This is an optimization exercise on Yosys and OpenROAD, whose aim is small area, a short achievable clock period and few clock cycles per item, not a production implementation. At most, simulation tests tie the RTL to the original design; equivalence was not proved. Power is estimated from default activity; no workload was simulated.

## before
==> flow/design.v <==
module kf_tss_check (
    input  wire         clk,
    input  wire         rst,
    input  wire         in_valid,
    output wire         in_ready,
    input  wire         in_seq_stopped,
    input  wire         in_pin_owned,
    input  wire [31:0]  in_period,
    input  wire [319:0] in_entry,
    output reg          out_valid,
    output reg  [15:0]  out_status,
    output reg  [3:0]   out_field
);
    localparam [15:0] ST_OK                 = 16'h0000;
    localparam [15:0] ST_SLOT_CODE          = 16'h0106;
    localparam [15:0] ST_EDGE_BEYOND_PERIOD = 16'h0107;
    localparam [15:0] ST_EDGE_SPACING       = 16'h0108;
    localparam [15:0] ST_STROBE_ORDER       = 16'h0109;
    localparam [15:0] ST_SEQ_STATE          = 16'h0200;
    localparam [15:0] ST_PIN_UNASSIGNED     = 16'h0201;
    localparam [15:0] ST_PERIOD_EMPTY       = 16'h0202;
    localparam [3:0]  F_NONE                = 4'd15;
    assign in_ready = 1'b1;
    reg         r_valid;
    reg         r_stopped;
    reg         r_owned;
    reg [31:0]  r_period;
    reg [319:0] r_entry;
    always @(posedge clk) begin
        if (rst) begin
            r_valid <= 1'b0;
        end else begin
            r_valid <= in_valid;
        end
        if (in_valid) begin
            r_stopped <= in_seq_stopped;
            r_owned   <= in_pin_owned;
            r_period  <= in_period;
            r_entry   <= in_entry;
        end
    end
    wire [31:0] off  [0:7];
    wire [15:0] slot [0:3];
    genvar g;
    generate
        for (g = 0; g < 8; g = g + 1) begin : g_off
            assign off[g] = r_entry[32*g +: 32];
        end
        for (g = 0; g < 4; g = g + 1) begin : g_slot
            assign slot[g] = r_entry[256 + 16*g +: 16];
        end
    endgenerate
    reg [3:0] slot_bad;
    integer i, k;
    always @(*) begin
        for (i = 0; i < 4; i = i + 1) begin
            slot_bad[i] = 1'b0;
            for (k = 0; k < 6; k = k + 1)
                if (slot[i][2*k +: 2] == 2'b11)
                    slot_bad[i] = 1'b1;
            if (slot[i][15:14] == 2'b11)
                slot_bad[i] = 1'b1;
            if (slot[i][13:12] == 2'b00 && slot[i][15:14] != 2'b00)
                slot_bad[i] = 1'b1;
        end
    end
    reg       c5_fail;
    reg [1:0] c5_slot;
    always @(*) begin
        c5_fail = 1'b0;
        c5_slot = 2'd0;
        for (i = 3; i >= 0; i = i - 1)
            if (slot_bad[i]) begin
                c5_fail = 1'b1;
                c5_slot = i[1:0];
            end
    end
    reg [7:0] used;
    always @(*) begin
        for (k = 0; k < 6; k = k + 1) begin
            used[k] = 1'b0;
            for (i = 0; i < 4; i = i + 1)
                if (slot[i][2*k +: 2] != 2'b00)
                    used[k] = 1'b1;
        end
        used[6] = 1'b1;
        used[7] = 1'b0;
        for (i = 0; i < 4; i = i + 1)
            if (slot[i][15:14] == 2'b01 || slot[i][15:14] == 2'b10)
                used[7] = 1'b1;
    end
    reg       c6_fail;
    reg [2:0] c6_off;
    always @(*) begin
        c6_fail = 1'b0;
        c6_off  = 3'd0;
        for (k = 7; k >= 0; k = k - 1)
            if (used[k] && off[k] >= r_period) begin
                c6_fail = 1'b1;
                c6_off  = k[2:0];
            end
    end
    reg        c7_bad  [0:3];
    reg [1:0]  c7_edge [0:3];
    reg        have_prev;
    reg [31:0] prev_off;
    always @(*) begin
        for (i = 0; i < 4; i = i + 1) begin
            c7_bad[i]  = 1'b0;
            c7_edge[i] = 2'd0;
            have_prev  = 1'b0;
            prev_off   = 32'd0;
            for (k = 0; k < 4; k = k + 1)
                if (slot[i][2*k +: 2] != 2'b00) begin
                    if (have_prev && !c7_bad[i] &&
                        {1'b0, off[k]} < {1'b0, prev_off} + 33'd1024) begin
                        c7_bad[i]  = 1'b1;
                        c7_edge[i] = k[1:0];
                    end
                    have_prev = 1'b1;
                    prev_off  = off[k];
                end
        end
    end
    reg       c7_fail;
    reg [1:0] c7_off;
    always @(*) begin
        c7_fail = 1'b0;
        c7_off  = 2'd0;
        for (i = 3; i >= 0; i = i - 1)
            if (c7_bad[i]) begin
                c7_fail = 1'b1;
                c7_off  = c7_edge[i];
            end
    end
    reg c8_fail;
    always @(*) begin
        c8_fail = 1'b0;
        for (i = 0; i < 4; i = i + 1)
            if (slot[i][9:8] != 2'b00 && slot[i][11:10] != 2'b00 &&
                {1'b0, off[5]} < {1'b0, off[4]} + 33'd2048)
                c8_fail = 1'b1;
    end
    reg c9_fail;
    always @(*) begin
        c9_fail = 1'b0;
        for (i = 0; i < 4; i = i + 1)
            if ((slot[i][15:14] == 2'b01 || slot[i][15:14] == 2'b10) &&
                {1'b0, off[7]} < {1'b0, off[6]} + 33'd1024)
                c9_fail = 1'b1;
    end
    reg [15:0] status;
    reg [3:0]  field;
    always @(*) begin
        if (!r_stopped) begin
            status = ST_SEQ_STATE;          field = F_NONE;
        end else if (!r_owned) begin
            status = ST_PIN_UNASSIGNED;     field = F_NONE;
        end else if (r_period == 32'd0) begin
            status = ST_PERIOD_EMPTY;       field = F_NONE;
        end else if (c5_fail) begin
            status = ST_SLOT_CODE;          field = {2'b10, c5_slot};
        end else if (c6_fail) begin
            status = ST_EDGE_BEYOND_PERIOD; field = {1'b0, c6_off};
        end else if (c7_fail) begin
            status = ST_EDGE_SPACING;       field = {2'b00, c7_off};
        end else if (c8_fail) begin
            status = ST_EDGE_SPACING;       field = 4'd5;
        end else if (c9_fail) begin
            status = ST_STROBE_ORDER;       field = 4'd7;
        end else begin
            status = ST_OK;                 field = F_NONE;
        end
    end
    always @(posedge clk) begin
        if (rst) begin
            out_valid  <= 1'b0;
            out_status <= ST_OK;
            out_field  <= F_NONE;
        end else begin
            out_valid  <= r_valid;
            if (r_valid) begin
                out_status <= status;
                out_field  <= field;
            end
        end
    end
endmodule
make LEC_CHECK=0 CAP_MARGIN=20 CORE_MARGIN=2 CORE_UTILIZATION=40 PLACE_DENSITY=0.6 SLEW_MARGIN=20 finish   # period 7.0 ns
run.sh (not shown) runs the stock make flow with config.mk's settings and CLKGATE_MAP_FILE= SYNTH_SCRIPT=/design/flow/synth_recipe.tcl, a recipe that flattens the netlist after the stock synthesis.
before: all stages complete, timing, DRC and antenna checks passed
Testbench counts of before, summed over its fixed seeds: cycles 24,016, items 24,000.
Input-level comparison between after and before:
-- flow/design.v --
<<< before, line 8
    input  wire [31:0]  in_period,
    input  wire [319:0] in_entry,
    output reg          out_valid,
    output reg  [15:0]  out_status,
    output reg  [3:0]   out_field
);
    localparam [15:0] ST_OK                 = 16'h0000;
>>> after, line 8
    input  wire [31:0]  in_period,
    input  wire [319:0] in_entry,
    output wire         out_valid,
    output wire [15:0]  out_status,
    output wire [3:0]   out_field
);
    localparam [15:0] ST_OK                 = 16'h0000;
<<< before, line 22
    localparam [3:0]  F_NONE                = 4'd15;
    assign in_ready = 1'b1;
    reg         r_valid;
    reg         r_stopped;
    reg         r_owned;
    reg [31:0]  r_period;
    reg [319:0] r_entry;
    always @(posedge clk) begin
        if (rst) begin
            r_valid <= 1'b0;
        end else begin
            r_valid <= in_valid;
        end
        if (in_valid) begin
            r_stopped <= in_seq_stopped;
            r_owned   <= in_pin_owned;
            r_period  <= in_period;
            r_entry   <= in_entry;
        end
    end
    wire [31:0] off  [0:7];
    wire [15:0] slot [0:3];
>>> after, line 22
    localparam [3:0]  F_NONE                = 4'd15;
    assign in_ready = 1'b1;
    wire        r_stopped = in_seq_stopped;
    wire        r_owned   = in_pin_owned;
    wire [31:0] r_period  = in_period;
    wire [319:0] r_entry  = in_entry;
    wire [31:0] off  [0:7];
    wire [15:0] slot [0:3];
<<< before, line 173
        end
    end
    always @(posedge clk) begin
        if (rst) begin
            out_valid  <= 1'b0;
            out_status <= ST_OK;
            out_field  <= F_NONE;
        end else begin
            out_valid  <= r_valid;
            if (r_valid) begin
                out_status <= status;
                out_field  <= field;
            end
        end
    end
endmodule
>>> after, line 159
        end
    end
    reg       o_valid;
    reg [5:0] o_status;    
    reg [3:0] o_field;
    always @(posedge clk) begin
        o_valid  <= in_valid & ~rst;
        o_status <= {status[9:8], status[3:0]};
        o_field  <= field;
    end
    assign out_valid  = o_valid;
    assign out_status = {6'd0, o_status[5:4], 4'd0, o_status[3:0]};
    assign out_field  = o_field;
endmodule
## What came out
after: PASS, flow complete, no timing, DRC or antenna violations
From before to after the numbers moved as follows: total via count in the routed design fell about 11%, non-clock buffer count rose 235, flip-flop and latch count fell 355.
Summary of after over before: count of flip-flops with a built-in enable after synthesis lost 354; global-route usage climbed 5.4 points; post-layout instance count excluding filler cells now sits lower; area of all placed cells without fillers now sits lower; count of clock-buffer cells in the layout now smaller.
after vs before, total power draw went down by about 70%.
Testbench counts of after, summed over its fixed seeds: cycles 24,008, items 24,000.

* * *

kf_tss_check, a different RTL version from the one above (not shown whole).
Size: ~2300 cells after synthesis, about 58 flip-flops, ~380 I/O pins.
clock: 7.0 ns
lec_check: 0
cap_margin: 20
core_margin: 2
core_utilization: 60
place_density: 0.7
setup_slack_margin: 4
slew_margin: 20
synth_hierarchical: 1
synth_minimum_keep_size: 0
standard.sh (not shown) runs the stock make flow with config.mk's settings and CLKGATE_MAP_FILE= SYNTH_SCRIPT=/design/flow/synth_recipe.tcl, a recipe that flattens the netlist after the stock synthesis.
==> flow/flow/run.sh <==
#!/bin/bash
# The standard layout (standard.sh), with the ports buffered by the smallest buffer
# (sky130_fd_sc_hd__buf_1) instead of the one buffer_ports picks by default.
set -euo pipefail
export BUFFER_PORTS_ARGS="-buffer_cell sky130_fd_sc_hd__buf_1"
bash standard.sh > standard.log 2>&1
The baseline went through all stages and came out clean.
Then changed:
--- a/flow/design.v
+++ b/flow/design.v
@@ -56,29 +56,31 @@
     reg [7:0] used;
     always @(*) begin
         for (k = 0; k < 6; k = k + 1)
             used[k] = fire[0][k] | fire[1][k] | fire[2][k] | fire[3][k];
         used[6] = 1'b1;
         used[7] = |stb2;
     end
+    wire [31:0] nperiod = ~in_period;
+    wire [31:0] noff0 = ~off[0], noff1 = ~off[1], noff2 = ~off[2], noff4 = ~off[4], noff6 = ~off[6];
     wire [7:0] ge;
     generate
         for (g = 0; g < 8; g = g + 1) begin : g_ge
-            kf_tss_ge u_ge (.a(off[g]), .b(in_period), .y(ge[g]));
+            kf_tss_ge u_ge (.a(off[g]), .nb(nperiod), .y(ge[g]));
         end
     endgenerate
     wire far10, far20, far21, far30, far31, far32, far54, far76;
-    kf_tss_far10 u_far10 (.a(off[1]), .b(off[0]), .y(far10));
-    kf_tss_far10 u_far20 (.a(off[2]), .b(off[0]), .y(far20));
-    kf_tss_far10 u_far21 (.a(off[2]), .b(off[1]), .y(far21));
-    kf_tss_far10 u_far30 (.a(off[3]), .b(off[0]), .y(far30));
-    kf_tss_far10 u_far31 (.a(off[3]), .b(off[1]), .y(far31));
-    kf_tss_far10 u_far32 (.a(off[3]), .b(off[2]), .y(far32));
-    kf_tss_far11 u_far54 (.a(off[5]), .b(off[4]), .y(far54));
-    kf_tss_far10 u_far76 (.a(off[7]), .b(off[6]), .y(far76));
+    kf_tss_far10 u_far10 (.a(off[1]), .nb(noff0), .y(far10));
+    kf_tss_far10 u_far20 (.a(off[2]), .nb(noff0), .y(far20));
+    kf_tss_far10 u_far21 (.a(off[2]), .nb(noff1), .y(far21));
+    kf_tss_far10 u_far30 (.a(off[3]), .nb(noff0), .y(far30));
+    kf_tss_far10 u_far31 (.a(off[3]), .nb(noff1), .y(far31));
+    kf_tss_far10 u_far32 (.a(off[3]), .nb(noff2), .y(far32));
+    kf_tss_far11 u_far54 (.a(off[5]), .nb(noff4), .y(far54));
+    kf_tss_far10 u_far76 (.a(off[7]), .nb(noff6), .y(far76));
     wire en2 = (fire[0][4] & fire[0][5]) | (fire[1][4] & fire[1][5]) |
                (fire[2][4] & fire[2][5]) | (fire[3][4] & fire[3][5]);
     reg        s_valid;
     reg [1:0]  s_pre;
     reg [3:0]  s_bad;
     reg [7:0]  s_ge;
     reg [5:0]  s_used_d;  
@@ -185,82 +187,82 @@
     end
     assign out_valid  = o_valid;
     assign out_status = {6'd0, o_status[5:4], 4'd0, o_status[3:0]};
     assign out_field  = o_field;
 endmodule
 module kf_tss_ge (
     input  wire [31:0] a,
-    input  wire [31:0] b,
+    input  wire [31:0] nb,
     output wire        y
 );
     reg [31:0] G, P;
     integer s, j;
     always @(*) begin
-        G = a & ~b;
-        P = a | ~b;
+        G = a & nb;
+        P = a | nb;
         G[0] = P[0];
         for (s = 1; s < 32; s = s * 2)
             for (j = 0; j < 32; j = j + 2 * s) begin
                 G[j] = G[j+s] | (P[j+s] & G[j]);
                 P[j] = P[j+s] & P[j];
             end
     end
     assign y = G[0];
 endmodule
 module kf_tss_far10 (
     input  wire [31:0] a,
-    input  wire [31:0] b,
+    input  wire [31:0] nb,
     output wire        y
 );
     reg [32:0] S, G, P;
     integer s, j;
     always @(*) begin
         for (j = 0; j < 33; j = j + 1)
             if (j == 32)     S[j] = 1'b0;
-            else if (j < 10) S[j] = ~(a[j] ^ b[j]);
-            else             S[j] = a[j] ^ b[j];
+            else if (j < 10) S[j] = a[j] ^ nb[j];
+            else             S[j] = ~(a[j] ^ nb[j]);
         G[0] = S[0];
         P[0] = 1'b1;
         for (j = 1; j < 33; j = j + 1)
             if (j - 1 < 10) begin
-                G[j] = (S[j] & a[j-1]) & ~b[j-1];
-                P[j] = (S[j] | a[j-1]) & (S[j] | ~b[j-1]);
+                G[j] = (S[j] & a[j-1]) & nb[j-1];
+                P[j] = (S[j] | a[j-1]) & (S[j] | nb[j-1]);
             end else begin
-                G[j] = (S[j] & a[j-1]) | (S[j] & ~b[j-1]);
-                P[j] = (S[j] | a[j-1]) | ~b[j-1];
+                G[j] = (S[j] & a[j-1]) | (S[j] & nb[j-1]);
+                P[j] = (S[j] | a[j-1]) | nb[j-1];
             end
         for (s = 1; s < 33; s = s * 2)
             for (j = 0; j + s < 33; j = j + 2 * s) begin
                 G[j] = G[j+s] | (P[j+s] & G[j]);
                 P[j] = P[j+s] & P[j];
             end
     end
     assign y = G[0];
 endmodule
 module kf_tss_far11 (
     input  wire [31:0] a,
-    input  wire [31:0] b,
+    input  wire [31:0] nb,
     output wire        y
 );
     reg [32:0] S, G, P;
     integer s, j;
     always @(*) begin
         for (j = 0; j < 33; j = j + 1)
             if (j == 32)     S[j] = 1'b0;
-            else if (j < 11) S[j] = ~(a[j] ^ b[j]);
-            else             S[j] = a[j] ^ b[j];
+            else if (j < 11) S[j] = a[j] ^ nb[j];
+            else             S[j] = ~(a[j] ^ nb[j]);
         G[0] = S[0];
         P[0] = 1'b1;
         for (j = 1; j < 33; j = j + 1)
             if (j - 1 < 11) begin
-                G[j] = (S[j] & a[j-1]) & ~b[j-1];
-                P[j] = (S[j] | a[j-1]) & (S[j] | ~b[j-1]);
+                G[j] = (S[j] & a[j-1]) & nb[j-1];
+                P[j] = (S[j] | a[j-1]) & (S[j] | nb[j-1]);
             end else begin
-                G[j] = (S[j] & a[j-1]) | (S[j] & ~b[j-1]);
-                P[j] = (S[j] | a[j-1]) | ~b[j-1];
+                G[j] = (S[j] & a[j-1]) | (S[j] & nb[j-1]);
+                P[j] = (S[j] | a[j-1]) | nb[j-1];
             end
         for (s = 1; s < 33; s = s * 2)
             for (j = 0; j + s < 33; j = j + 2 * s) begin
                 G[j] = G[j+s] | (P[j+s] & G[j]);
                 P[j] = P[j+s] & P[j];
             end
     end
- The changed run finished with timing, DRC and antenna clean
- sequential share of layout area is about the same
- wire length came out higher by 12%
- final area came out higher by 1.0%
- global-route usage came out higher by 6.3 points
- setup slack gets worse by 110 ps
- synthesized area came out lower by 8.6%
- final cell count is about the same
- die area came out lower by 8.4%
- critical path depth came out higher by 1
- power came out higher by 7.4%
- worst hold slack barely changes
- via count came out higher by 8.3%
- sequential power came out lower by about 2%
Function was not checked in any run of this note: the RTL went through the layout flow alone.

what the ideal ports hide:
No port has a modelled driver above. Below, the same layouts with a new extraction and two added sets of constraints. Step 1 assumes that a clkbuf_16 drives the clock port and a buf_2 every other input. Step 2 times the ports against the registers' clock, not the clock port: input delays grow and output delays shrink by t, the midpoint of the rising clock arrivals with the driver on. a / b / c = ideal / step 1 / step 2; a / b = the first two.
| run | shift t [ns] | setup WS [ns] | worst slew at a driven data input, ns | pins driven straight from the clock port |
|---|---|---|---|---|
| before | 0.715 | 0.531 / 0.531 / 0.531 | 0.09 | 1 |
| after | 0.272 | 0.168 / 0.173 / -0.098 | 0.12 | 1 |
| the first run of note 2 | 0.370 | 4.034 / 4.035 / 3.665 | 0.08 | 1 |
| the second run of note 2 | 0.367 | 3.929 / 3.927 / 3.559 | 0.12 | 1 |
With both steps, setup timing fails in after, where it was met with ideal ports. The setup slack of the second run of note 2, which loses most, moves by -0.002 ns with the drivers and by -0.370 ns with both steps.
